Background: an optimization exercise with open tools, aiming at small area and a short achievable clock period. Do not read the settings as production practice.
At most, simulation tests tie the RTL to the original design; equivalence was not proved.
No activity file was given, so power comes from the tool's default toggle rates.

==> run K <==
## lk_topk
module lk_topk (
    input  wire         clk,
    input  wire         rst,           
    input  wire         in_valid,      
    input  wire         in_first,      
    input  wire         in_last,       
    input  wire         in_take,       
    input  wire [31:0]  in_data,       
    input  wire [1:0]   cfg_op,        
    input  wire [3:0]   cfg_fmt,       
    input  wire [3:0]   cfg_k,         
    output reg          out_valid,
    output wire [511:0] out_line,
    output wire         out_nonfinite
);
==> module lk_topk, before the edit <==
module lk_topk (
    input  wire         clk,
    input  wire         rst,           
    input  wire         in_valid,      
    input  wire         in_first,      
    input  wire         in_last,       
    input  wire         in_take,       
    input  wire [31:0]  in_data,       
    input  wire [1:0]   cfg_op,        
    input  wire [3:0]   cfg_fmt,       
    input  wire [3:0]   cfg_k,         
    output reg          out_valid,
    output wire [511:0] out_line,
    output wire         out_nonfinite
);
    localparam FMT_BF16  = 4'h3;
    localparam FMT_INT32 = 4'hC;
    localparam OP_MIN    = 2'd1;
    localparam OP_TOPK   = 2'd2;
    integer i;
    reg        row_min;        
    reg        row_int;        
    reg        row_bf16;       
    reg  [7:0] row_en;         
    wire       cur_bf16 = in_first ? (cfg_fmt == FMT_BF16) : row_bf16;
    wire [3:0] n_res    = (cfg_op == OP_TOPK) ? cfg_k : 4'd1;
    reg        p_valid, p_first, p_last, p_take;
    reg [31:0] p_data;         
    always @(posedge clk) begin
        if (rst) begin
            p_valid <= 1'b0;
        end else begin
            p_valid <= in_valid;
        end
        p_first <= in_first;
        p_last  <= in_last;
        p_take  <= in_take;
        p_data  <= cur_bf16 ? {in_data[15:0], 16'd0} : in_data;
        if (in_valid && in_first) begin
            row_min  <= (cfg_op == OP_MIN);
            row_int  <= (cfg_fmt == FMT_INT32);
            row_bf16 <= (cfg_fmt == FMT_BF16);
            for (i = 0; i < 8; i = i + 1)
                row_en[i] <= (i < n_res);
        end
    end
    reg        s_valid [0:7];
    reg        s_nan   [0:7];
    reg [31:0] s_val   [0:7];
    reg [15:0] s_pos   [0:7];
    reg [15:0] row_pos;        
    reg        row_nf;
    wire        take    = p_valid & p_take;
    wire [15:0] cur_pos = p_first ? 16'd0 : row_pos;
    wire        n_sign  = p_data[31];
    wire [30:0] n_mag   = p_data[30:0];
    wire        n_nf    = !row_int && (p_data[30:23] == 8'hFF);
    wire        n_nan   = n_nf && (p_data[22:0] != 23'd0);
    wire        n_zfp   = !row_int && (n_mag == 31'd0);
    wire        n_flip  = row_min ^ (!row_int & n_sign);
    wire        n_bd    = !(n_sign ^ row_min);
    reg  beats [0:7];
    reg  mgt, meq, better, cv;
    always @(*) begin
        for (i = 0; i < 8; i = i + 1) begin
            mgt    = n_mag >  s_val[i][30:0];
            meq    = n_mag == s_val[i][30:0];
            if (n_sign ^ s_val[i][31])
                better = n_bd & !(n_zfp & meq);
            else
                better = n_flip ? (!mgt & !meq) : mgt;
            cv       = !p_first & s_valid[i];
            beats[i] = !cv | (!n_nan & (s_nan[i] | better));
        end
    end
    reg ins [0:7];
    reg shf [0:7];
    reg hld [0:7];
    always @(*) begin
        for (i = 0; i < 8; i = i + 1) begin
            ins[i] = take & row_en[i] & beats[i] & ((i == 0) ? 1'b1 : !beats[(i == 0) ? 0 : i-1]);
            shf[i] = take & row_en[i] & !p_first & ((i == 0) ? 1'b0 : beats[(i == 0) ? 0 : i-1]);
            hld[i] = !p_valid | (!p_first & !(take & row_en[i] & beats[i]));
        end
    end
    always @(posedge clk) begin
        for (i = 0; i < 8; i = i + 1) begin
            s_valid[i] <= ins[i] | (shf[i] & s_valid[(i == 0) ? 0 : i-1]) | (hld[i] & s_valid[i]);
            s_nan[i]   <= (ins[i] & n_nan) | (shf[i] & s_nan[(i == 0) ? 0 : i-1]) | (hld[i] & s_nan[i]);
            s_val[i]   <= ({32{ins[i]}} & p_data) | ({32{shf[i]}} & s_val[(i == 0) ? 0 : i-1])
                        | ({32{hld[i]}} & s_val[i]);
            s_pos[i]   <= ({16{ins[i]}} & cur_pos) | ({16{shf[i]}} & s_pos[(i == 0) ? 0 : i-1])
                        | ({16{hld[i]}} & s_pos[i]);
        end
        if (p_valid) begin
            row_pos <= cur_pos + 16'd1;
            row_nf  <= (!p_first & row_nf) | (take & n_nf);
        end
        if (rst)
            out_valid <= 1'b0;
        else
            out_valid <= p_valid & p_last;
    end
    genvar g;
    generate
        for (g = 0; g < 8; g = g + 1) begin : g_line
            assign out_line[32*g +: 32]       = s_val[g];
            assign out_line[256 + 16*g +: 16] = s_pos[g];
        end
    endgenerate
    assign out_line[511:384] = 128'd0;
    assign out_nonfinite     = row_nf;
endmodule
clock: 10.0 ns
lec_check: 0
cap_margin: 20
core_margin: 2
core_utilization: 40
slew_margin: 20
run.sh (not shown) runs the stock make flow with config.mk's settings and CLKGATE_MAP_FILE= SYNTH_SCRIPT=/design/flow/synth_recipe.tcl, a recipe that flattens the netlist after the stock synthesis.
==> run M (differences from run K) <==
--- a/flow/design.v
+++ b/flow/design.v
@@ -23,8 +23,17 @@
     reg        row_bf16;       
     reg  [7:0] row_en;         
-    wire       cur_bf16 = in_first ? (cfg_fmt == FMT_BF16) : row_bf16;
+    wire       cur_min  = in_first ? (cfg_op == OP_MIN)     : row_min;
+    wire       cur_int  = in_first ? (cfg_fmt == FMT_INT32) : row_int;
+    wire       cur_bf16 = in_first ? (cfg_fmt == FMT_BF16)  : row_bf16;
     wire [3:0] n_res    = (cfg_op == OP_TOPK) ? cfg_k : 4'd1;
+    wire [31:0] wide    = cur_bf16 ? {in_data[15:0], 16'd0} : in_data;
+    wire       w_nf     = !cur_int && (wide[30:23] == 8'hFF);
     reg        p_valid, p_first, p_last, p_take;
     reg [31:0] p_data;         
+    reg        p_nf;           
+    reg        p_nan;          
+    reg        p_zfp;          
+    reg        p_flip;         
+    reg        p_bd;           
     always @(posedge clk) begin
         if (rst) begin
@@ -36,5 +45,10 @@
         p_last  <= in_last;
         p_take  <= in_take;
-        p_data  <= cur_bf16 ? {in_data[15:0], 16'd0} : in_data;
+        p_data  <= wide;
+        p_nf    <= w_nf;
+        p_nan   <= w_nf && (wide[22:0] != 23'd0);
+        p_zfp   <= !cur_int && (wide[30:0] == 31'd0);
+        p_flip  <= cur_min ^ (!cur_int & wide[31]);
+        p_bd    <= !(wide[31] ^ cur_min);
         if (in_valid && in_first) begin
             row_min  <= (cfg_op == OP_MIN);
@@ -55,19 +69,34 @@
     wire        n_sign  = p_data[31];
     wire [30:0] n_mag   = p_data[30:0];
-    wire        n_nf    = !row_int && (p_data[30:23] == 8'hFF);
-    wire        n_nan   = n_nf && (p_data[22:0] != 23'd0);
-    wire        n_zfp   = !row_int && (n_mag == 31'd0);
-    wire        n_flip  = row_min ^ (!row_int & n_sign);
-    wire        n_bd    = !(n_sign ^ row_min);
+    wire        n_nf    = p_nf;
+    wire        n_nan   = p_nan;
+    wire        n_zfp   = p_zfp;
+    wire        n_flip  = p_flip;
+    wire        n_bd    = p_bd;
+    function [1:0] cmp31;    
+        input [30:0] a, b;
+        reg [31:0] g, l;
+        integer w, j;
+        begin
+            g = {1'b0, a & ~b};
+            l = {1'b0, ~a & b};
+            for (w = 1; w < 32; w = w * 2)
+                for (j = 0; j < 32; j = j + 2 * w) begin
+                    g[j] = g[j + w] | (!l[j + w] & g[j]);
+                    l[j] = l[j + w] | (!g[j + w] & l[j]);
+                end
+            cmp31 = {g[0], l[0]};
+        end
+    endfunction
     reg  beats [0:7];
-    reg  mgt, meq, better, cv;
+    reg  mgt, mlt, meq, better, cv;
     always @(*) begin
         for (i = 0; i < 8; i = i + 1) begin
-            mgt    = n_mag >  s_val[i][30:0];
-            meq    = n_mag == s_val[i][30:0];
+            {mgt, mlt} = cmp31(n_mag, s_val[i][30:0]);
+            meq    = !mgt & !mlt;
             if (n_sign ^ s_val[i][31])
                 better = n_bd & !(n_zfp & meq);
             else
-                better = n_flip ? (!mgt & !meq) : mgt;
+                better = n_flip ? mlt : mgt;
             cv       = !p_first & s_valid[i];
             beats[i] = !cv | (!n_nan & (s_nan[i] | better));
Settings changed: SETUP_SLACK_MARGIN from default to 5.
==> impl_metrics.env <==
export IMPL_worst_path_max_delay_cell="sky130_fd_sc_hd__dfxtp_1"
export IMPL_timing_max_slew_rel_slack=0.2499
export IMPL_fin_worst_skew_ns=0.03718
export IMPL_outcome="finished clean"
export IMPL_maxClockFrequency_ghz=0.1983
export IMPL_r2r_slack_ns=4.96
# the run above: run M

==> impl_metrics.env <==
export IMPL_outcome="finished clean"
export IMPL_maxClockFrequency_ghz=0.1925
export IMPL_timing_max_slew_rel_slack=0.2346
export IMPL_r2r_slack_ns=4.81
# the run above: run K

No functional check of the RTL was part of run M.

==> run P <==
==> flow/design.v <==
module lk_topk (
    input  wire         clk,
    input  wire         rst,           
    input  wire         in_valid,      
    input  wire         in_first,      
    input  wire         in_last,       
    input  wire         in_take,       
    input  wire [31:0]  in_data,       
    input  wire [1:0]   cfg_op,        
    input  wire [3:0]   cfg_fmt,       
    input  wire [3:0]   cfg_k,         
    output reg          out_valid,
    output wire [511:0] out_line,
    output wire         out_nonfinite
);
    localparam FMT_BF16  = 4'h3;
    localparam FMT_INT32 = 4'hC;
    localparam OP_MIN    = 2'd1;
    localparam OP_TOPK   = 2'd2;
    integer i;
    reg        row_min;        
    reg        row_int;        
    reg        row_bf16;       
    reg  [7:0] row_en;         
    wire       cur_min  = in_first ? (cfg_op == OP_MIN)     : row_min;
    wire       cur_int  = in_first ? (cfg_fmt == FMT_INT32) : row_int;
    wire       cur_bf16 = in_first ? (cfg_fmt == FMT_BF16)  : row_bf16;
    wire [3:0] n_res    = (cfg_op == OP_TOPK) ? cfg_k : 4'd1;
    wire [31:0] wide    = cur_bf16 ? {in_data[15:0], 16'd0} : in_data;
    wire       w_nf     = !cur_int && (wide[30:23] == 8'hFF);
    reg        p_valid, p_first, p_last, p_take;
    reg [31:0] p_data;         
    reg        p_nf;           
    reg        p_nan;          
    reg        p_zfp;          
    reg        p_flip;         
    reg        p_bd;           
    always @(posedge clk) begin
        if (rst)
            p_valid <= 1'b0;
        else
            p_valid <= in_valid;
        p_first <= in_first;
        p_last  <= in_last;
        p_take  <= in_take;
        p_data  <= wide;
        p_nf    <= w_nf;
        p_nan   <= w_nf && (wide[22:0] != 23'd0);
        p_zfp   <= !cur_int && (wide[30:0] == 31'd0);
        p_flip  <= cur_min ^ (!cur_int & wide[31]);
        p_bd    <= !(wide[31] ^ cur_min);
        if (in_valid && in_first) begin
            row_min  <= (cfg_op == OP_MIN);
            row_int  <= (cfg_fmt == FMT_INT32);
            row_bf16 <= (cfg_fmt == FMT_BF16);
            for (i = 0; i < 8; i = i + 1)
                row_en[i] <= (i < n_res);
        end
    end
    function [1:0] cmp31;    
        input [30:0] a, b;
        reg [31:0] g, l;
        integer w, j;
        begin
            g = {1'b0, a & ~b};
            l = {1'b0, ~a & b};
            for (w = 1; w < 32; w = w * 2)
                for (j = 0; j < 32; j = j + 2 * w) begin
                    g[j] = g[j + w] | (!l[j + w] & g[j]);
                    l[j] = l[j + w] | (!g[j + w] & l[j]);
                end
            cmp31 = {g[0], l[0]};
        end
    endfunction
    function ranks_before;
        input [31:0] v;
        input        v_nan;
        reg mgt, mlt, better;
        begin
            {mgt, mlt} = cmp31(p_data[30:0], v[30:0]);
            if (p_data[31] ^ v[31])
                better = p_bd & !(p_zfp & !mgt & !mlt);
            else
                better = p_flip ? mlt : mgt;
            ranks_before = !p_nan & (v_nan | better);
        end
    endfunction
    reg        s_valid [0:7];
    reg        s_nan   [0:7];
    reg [31:0] s_val   [0:7];
    reg [15:0] s_pos   [0:7];
    reg        q_valid, q_first, q_last, q_take, q_nf, q_nan;
    reg [31:0] q_data;
    reg  [7:0] q_en;           
    reg  [7:0] q_b;            
    reg        q_bq;           
    reg  [7:0] ins_prev;       
    wire s1_clear = p_first | (q_valid & q_first);
    always @(posedge clk) begin
        if (rst)
            q_valid <= 1'b0;
        else
            q_valid <= p_valid;
        q_first <= p_first;
        q_last  <= p_last;
        q_take  <= p_take;
        q_nf    <= p_nf;
        q_nan   <= p_nan;
        q_data  <= p_data;
        if (p_valid && p_first)
            q_en <= row_en;
        for (i = 0; i < 8; i = i + 1)
            q_b[i] <= s1_clear | !s_valid[i] | ranks_before(s_val[i], s_nan[i]);
        q_bq <= p_first | ranks_before(q_data, q_nan);
    end
    reg        beats [0:7];
    reg  [7:0] mv;             
    reg        shf   [0:7];    
    reg [15:0] row_pos;        
    reg        row_nf;
    wire        take    = q_valid & q_take;
    wire [15:0] cur_pos = q_first ? 16'd0 : row_pos;
    always @(*) begin
        for (i = 0; i < 8; i = i + 1) begin
            if (i > 0 && ins_prev[(i == 0) ? 0 : i-1])
                beats[i] = q_b[(i == 0) ? 0 : i-1];
            else if (ins_prev[i])
                beats[i] = q_bq;
            else
                beats[i] = q_b[i];
            mv[i]  = take & q_en[i] & beats[i];
        end
        shf[0] = 1'b0;
        for (i = 1; i < 8; i = i + 1)
            shf[i] = beats[i-1];
    end
    wire keep = !(q_valid & q_first);    
    always @(posedge clk) begin
        ins_prev <= mv;
        for (i = 0; i < 8; i = i + 1) begin
            if (mv[i]) begin
                if (shf[i]) begin
                    s_valid[i] <= keep & s_valid[(i == 0) ? 0 : i-1];
                    s_nan[i]   <= keep & s_nan[(i == 0) ? 0 : i-1];
                    s_val[i]   <= {32{keep}} & s_val[(i == 0) ? 0 : i-1];
                    s_pos[i]   <= {16{keep}} & s_pos[(i == 0) ? 0 : i-1];
                end else begin
                    s_valid[i] <= 1'b1;
                    s_nan[i]   <= q_nan;
                    s_val[i]   <= q_data;
                    s_pos[i]   <= cur_pos;
                end
            end else begin
                s_valid[i] <= keep & s_valid[i];
                s_nan[i]   <= keep & s_nan[i];
                s_val[i]   <= {32{keep}} & s_val[i];
                s_pos[i]   <= {16{keep}} & s_pos[i];
            end
        end
        if (q_valid) begin
            row_pos <= cur_pos + 16'd1;
            row_nf  <= (!q_first & row_nf) | (take & q_nf);
        end
        if (rst)
            out_valid <= 1'b0;
        else
            out_valid <= q_valid & q_last;
    end
    genvar g;
    generate
        for (g = 0; g < 8; g = g + 1) begin : g_line
            assign out_line[32*g +: 32]       = s_val[g];
            assign out_line[256 + 16*g +: 16] = s_pos[g];
        end
    endgenerate
    assign out_line[511:384] = 128'd0;
    assign out_nonfinite     = row_nf;
endmodule
==> flow/flow/run.sh <==
#!/bin/bash
# The standard layout (the standard.sh, unchanged synthesis) with two changes:
# timing repair aims for a setup margin (the clock period stays the SDC's), and
# the port buffers are buf_1 cells instead of the default delay buffers.
set -euo pipefail
MARGIN=${MARGIN:-6.5}
sed -e "s|\"\${@:-finish}\"|SETUP_SLACK_MARGIN=$MARGIN 'BUFFER_PORTS_ARGS=-buffer_cell sky130_fd_sc_hd__buf_1' \"\${@:-finish}\"|" standard.sh > own_standard.sh
bash own_standard.sh > own_flow.log 2>&1
==> flow/standard.sh <==
#!/bin/bash
# synth_recipe.tcl (not shown) runs the flow's synth.tcl, then flattens the netlist and writes it again
# the make line also repeats each setting of config.mk as NAME=value (left out here)
make -C /OpenROAD-flow-scripts/flow DESIGN_CONFIG=/design/flow/config.mk WORK_HOME=/design/flow/orfs CLKGATE_MAP_FILE= SYNTH_SCRIPT=/design/flow/synth_recipe.tcl "${@:-finish}"
==> flow/config.mk <==
export PLATFORM = sky130hd
export DESIGN_NAME = lk_topk
export DESIGN_NICKNAME = lk_topk
export VERILOG_FILES = /design/flow/design.v
export SDC_FILE = /design/flow/constraint.sdc
export NUM_CORES = 4
export LEC_CHECK = 0
export CAP_MARGIN = 20
export CORE_MARGIN = 2
export CORE_UTILIZATION = 40
export SLEW_MARGIN = 20
==> flow/constraint.sdc <==
create_clock -name core_clock -period 10.0 [get_ports {clk}]
set_input_delay 2.0000 -clock core_clock [delete_from_list [all_inputs] [get_ports {clk}]]
set_output_delay 2.0000 -clock core_clock [all_outputs]
set_load 0.01 [all_outputs]
==> inputs of run C, as changes to run P <==
==> flow/design.v, changed modules only <==
module lk_topk (
    input  wire         clk,
    input  wire         rst,           
    input  wire         in_valid,      
    input  wire         in_first,      
    input  wire         in_last,       
    input  wire         in_take,       
    input  wire [31:0]  in_data,       
    input  wire [1:0]   cfg_op,        
    input  wire [3:0]   cfg_fmt,       
    input  wire [3:0]   cfg_k,         
    output reg          out_valid,
    output wire [511:0] out_line,
    output wire         out_nonfinite
);
    localparam FMT_BF16  = 4'h3;
    localparam FMT_INT32 = 4'hC;
    localparam OP_MIN    = 2'd1;
    localparam OP_TOPK   = 2'd2;
    integer i;
    reg        row_min;        
    reg        row_int;        
    reg        row_bf16;       
    wire       cur_min  = in_first ? (cfg_op == OP_MIN)     : row_min;
    wire       cur_int  = in_first ? (cfg_fmt == FMT_INT32) : row_int;
    wire       cur_bf16 = in_first ? (cfg_fmt == FMT_BF16)  : row_bf16;
    wire [3:0] n_res    = (cfg_op == OP_TOPK) ? cfg_k : 4'd1;
    wire [31:0] wide    = cur_bf16 ? {in_data[15:0], 16'd0} : in_data;
    wire       sign     = cur_bf16 ? in_data[15] : in_data[31];
    wire       e32_ones = (in_data[30:23] == 8'hFF);
    wire       e16_ones = (in_data[14:7] == 8'hFF);
    wire       m32_nz   = (in_data[22:0] != 23'd0);
    wire       m16_nz   = (in_data[6:0] != 7'd0);
    wire       z32      = !m32_nz && (in_data[30:23] == 8'h00);
    wire       z16      = !m16_nz && (in_data[14:7] == 8'h00);
    wire       w_nf     = !cur_int && (cur_bf16 ? e16_ones : e32_ones);
    wire       w_nan    = !cur_int && (cur_bf16 ? (e16_ones & m16_nz) : (e32_ones & m32_nz));
    wire       w_zfp    = !cur_int && (cur_bf16 ? z16 : z32);
    reg        p_valid, p_first, p_last, p_take;
    reg [31:0] p_data;         
    reg        p_nf;           
    reg        p_nan;          
    reg        p_zfp;          
    reg        p_flip;         
    reg        p_bd;           
    reg  [3:0] p_nres;         
    always @(posedge clk) begin
        if (rst)
            p_valid <= 1'b0;
        else
            p_valid <= in_valid;
        p_first <= in_first;
        p_last  <= in_last;
        p_take  <= in_take;
        p_data  <= wide;
        p_nf    <= w_nf;
        p_nan   <= w_nan;
        p_zfp   <= w_zfp;
        p_flip  <= cur_min ^ (!cur_int & sign);
        p_bd    <= !(sign ^ cur_min);
        p_nres  <= n_res;
        if (in_valid && in_first) begin
            row_min  <= (cfg_op == OP_MIN);
            row_int  <= (cfg_fmt == FMT_INT32);
            row_bf16 <= (cfg_fmt == FMT_BF16);
        end
    end
    function [1:0] cmp31;    
        input [30:0] a, b;
        reg [31:0] g, l;
        integer w, j;
        begin
            g = {1'b0, a & ~b};
            l = {1'b0, ~a & b};
            for (w = 1; w < 32; w = w * 2)
                for (j = 0; j < 32; j = j + 2 * w) begin
                    g[j] = g[j + w] | (!l[j + w] & g[j]);
                    l[j] = l[j + w] | (!g[j + w] & l[j]);
                end
            cmp31 = {g[0], l[0]};
        end
    endfunction
    function ranks_before;
        input [31:0] v;
        input        v_nan;
        reg mgt, mlt, better;
        begin
            {mgt, mlt} = cmp31(p_data[30:0], v[30:0]);
            if (p_data[31] ^ v[31])
                better = p_bd & !(p_zfp & !mgt & !mlt);
            else
                better = p_flip ? mlt : mgt;
            ranks_before = !p_nan & (v_nan | better);
        end
    endfunction
    reg        s_nan   [0:7];
    reg [31:0] s_val   [0:7];
    reg [15:0] s_pos   [0:7];
    reg        q_valid, q_first, q_last, q_take, q_nf, q_nan;
    reg [31:0] q_data;
    reg  [3:0] q_nres;         
    reg  [7:0] q_b;            
    reg        q_bq;           
    reg  [7:0] ins_prev;       
    wire s1_clear = p_first | (q_valid & q_first);
    always @(posedge clk) begin
        if (rst)
            q_valid <= 1'b0;
        else
            q_valid <= p_valid;
        q_first <= p_first;
        q_last  <= p_last;
        q_take  <= p_take;
        q_nf    <= p_nf;
        q_nan   <= p_nan;
        q_data  <= p_data;
        if (p_valid && p_first)
            q_nres <= p_nres;
        for (i = 0; i < 8; i = i + 1)
            q_b[i] <= s1_clear | (s_nan[i] & !s_val[i][30]) | ranks_before(s_val[i], s_nan[i]);
        q_bq <= p_first | ranks_before(q_data, q_nan);
    end
    reg        beats [0:7];
    reg  [7:0] mv;             
    reg        shf   [0:7];    
    reg [15:0] row_pos;        
    reg        row_nf;
    wire        take    = q_valid & q_take;
    wire [15:0] cur_pos = q_first ? 16'd0 : row_pos;
    always @(*) begin
        for (i = 0; i < 8; i = i + 1) begin
            if (i > 0 && ins_prev[(i == 0) ? 0 : i-1])
                beats[i] = q_b[(i == 0) ? 0 : i-1];
            else if (ins_prev[i])
                beats[i] = q_bq;
            else
                beats[i] = q_b[i];
            mv[i]  = take & (q_nres > i) & beats[i];
        end
        shf[0] = 1'b0;
        for (i = 1; i < 8; i = i + 1)
            shf[i] = beats[i-1];
    end
    wire keep = !(q_valid & q_first);    
    always @(posedge clk) begin
        ins_prev <= mv;
        for (i = 0; i < 8; i = i + 1) begin
            if (mv[i]) begin
                if (shf[i]) begin
                    s_nan[i]   <= !keep | s_nan[(i == 0) ? 0 : i-1];
                    s_val[i]   <= {32{keep}} & s_val[(i == 0) ? 0 : i-1];
                    s_pos[i]   <= {16{keep}} & s_pos[(i == 0) ? 0 : i-1];
                end else begin
                    s_nan[i]   <= q_nan;
                    s_val[i]   <= q_data;
                    s_pos[i]   <= cur_pos;
                end
            end else begin
                s_nan[i]   <= !keep | s_nan[i];
                s_val[i]   <= {32{keep}} & s_val[i];
                s_pos[i]   <= {16{keep}} & s_pos[i];
            end
        end
        if (q_valid) begin
            row_pos <= cur_pos + 16'd1;
            row_nf  <= (!q_first & row_nf) | (take & q_nf);
        end
        if (rst)
            out_valid <= 1'b0;
        else
            out_valid <= q_valid & q_last;
    end
    genvar g;
    generate
        for (g = 0; g < 8; g = g + 1) begin : g_line
            assign out_line[32*g +: 32]       = s_val[g];
            assign out_line[256 + 16*g +: 16] = s_pos[g];
        end
    endgenerate
    assign out_line[511:384] = 128'd0;
    assign out_nonfinite     = row_nf;
endmodule
--- a/flow/flow/run.sh
+++ b/flow/flow/run.sh
@@ -5,3 +5,3 @@
 set -euo pipefail
-MARGIN=${MARGIN:-6.5}
+MARGIN=${MARGIN:-6.7}
 sed -e "s|\"\${@:-finish}\"|SETUP_SLACK_MARGIN=$MARGIN 'BUFFER_PORTS_ARGS=-buffer_cell sky130_fd_sc_hd__buf_1' \"\${@:-finish}\"|" standard.sh > own_standard.sh
- CORE_UTILIZATION: 40 -> 55
- CTS_CLUSTER_DIAMETER: not set -> 100
- CTS_CLUSTER_SIZE: not set -> 24
==> qor summary <==
Antenna Diode Count: run P 2; run C 1
Synth Area per Inst: run P 8.548 um2; run C 8.319 um2
Synthesized area: run P 27640 um2; run C 27260 um2
Mux contribution to synthesized area: run P 1.403%; run C 1.143%
Post-cts gate resize count: run P 10; run C 88
Wire length reported by the detailed router: run P 118.8 mm; run C 107.3 mm
Detailed-route wire length on metal 1: run P 46.85 mm; run C 42.67 mm
Tightest Pin Transition: run P 1287 ps; run C 1163 ps
Shortest period the worst path allows: run P 3426 ps; run C 3321 ps
Die H: run P 266.9 um; run C 226.6 um
Worst setup path startpoint: run P s_val[2][15]; run C s_val[4][11]
Seq/Total Area, Yosys: run P 39.90%; run C 38.85%
Share of the final layout cell area in multi-input gates: run P 47.05%; run C 50.37%
RR Startpoint: run P q_valid; run C p_data[17]
Simple-gate portion of the synthesized area: run P 15.06%; run C 16.79%
Detailed Route Iter0 Violations: run P 3160; run C 3609
Sum of internal, switching and leakage power: run P 5.520 mW; run C 4.929 mW
Outcome: run P complete, no violations; run C complete, no violations
Switching power as a share of total power: run P 28.49%; run C 34.97%
Share of the cycle needed by the critical path after routing: run P 34.26%; run C 33.21%
Power dissipated by switching net loads: run P 1.572 mW; run C 1.724 mW
Only the layout flow was run in run P; the RTL was not checked for function there.

afterwards: timing with drivers on the ports:
How much do the figures lean on ideal ports? The routed layouts below were timed once more, with nothing changed but the port constraints. Step 1, drivers: a clkbuf_16 drives clk and a buf_2 each remaining input, both assumed. Step 2 moves the port delays by t, midway between the first and last clock arrival at a register: inputs arrive t later, outputs are due t later. That takes back most of the time a late clock gives input paths. a / b / c = ideal ports / drivers / drivers and shift; a / b = the first two.
| run | shift t [ns] | slack for setup (ns) | hold WS [ns] | cell pins on the clock port's net |
|---|---|---|---|---|
| run K | 0.679 | 4.806 / 4.806 / 4.806 | 0.430 / 0.430 / 0.430 | 1 |
| run M | 0.706 | 4.956 / 4.956 / 4.956 | 0.434 / 0.434 / 0.434 | 1 |
| run P | 0.686 | 6.574 / 6.513 / 5.974 | 0.329 / 0.329 / 0.329 | 1 |
| run C | 0.678 | 6.679 / 6.613 / 6.216 | 0.338 / 0.338 / 0.338 | 1 |
After both steps setup and hold are still met in every run listed. For run P, which loses most, drivers alone change the setup slack by -0.061 ns; drivers and shift together by -0.600 ns.
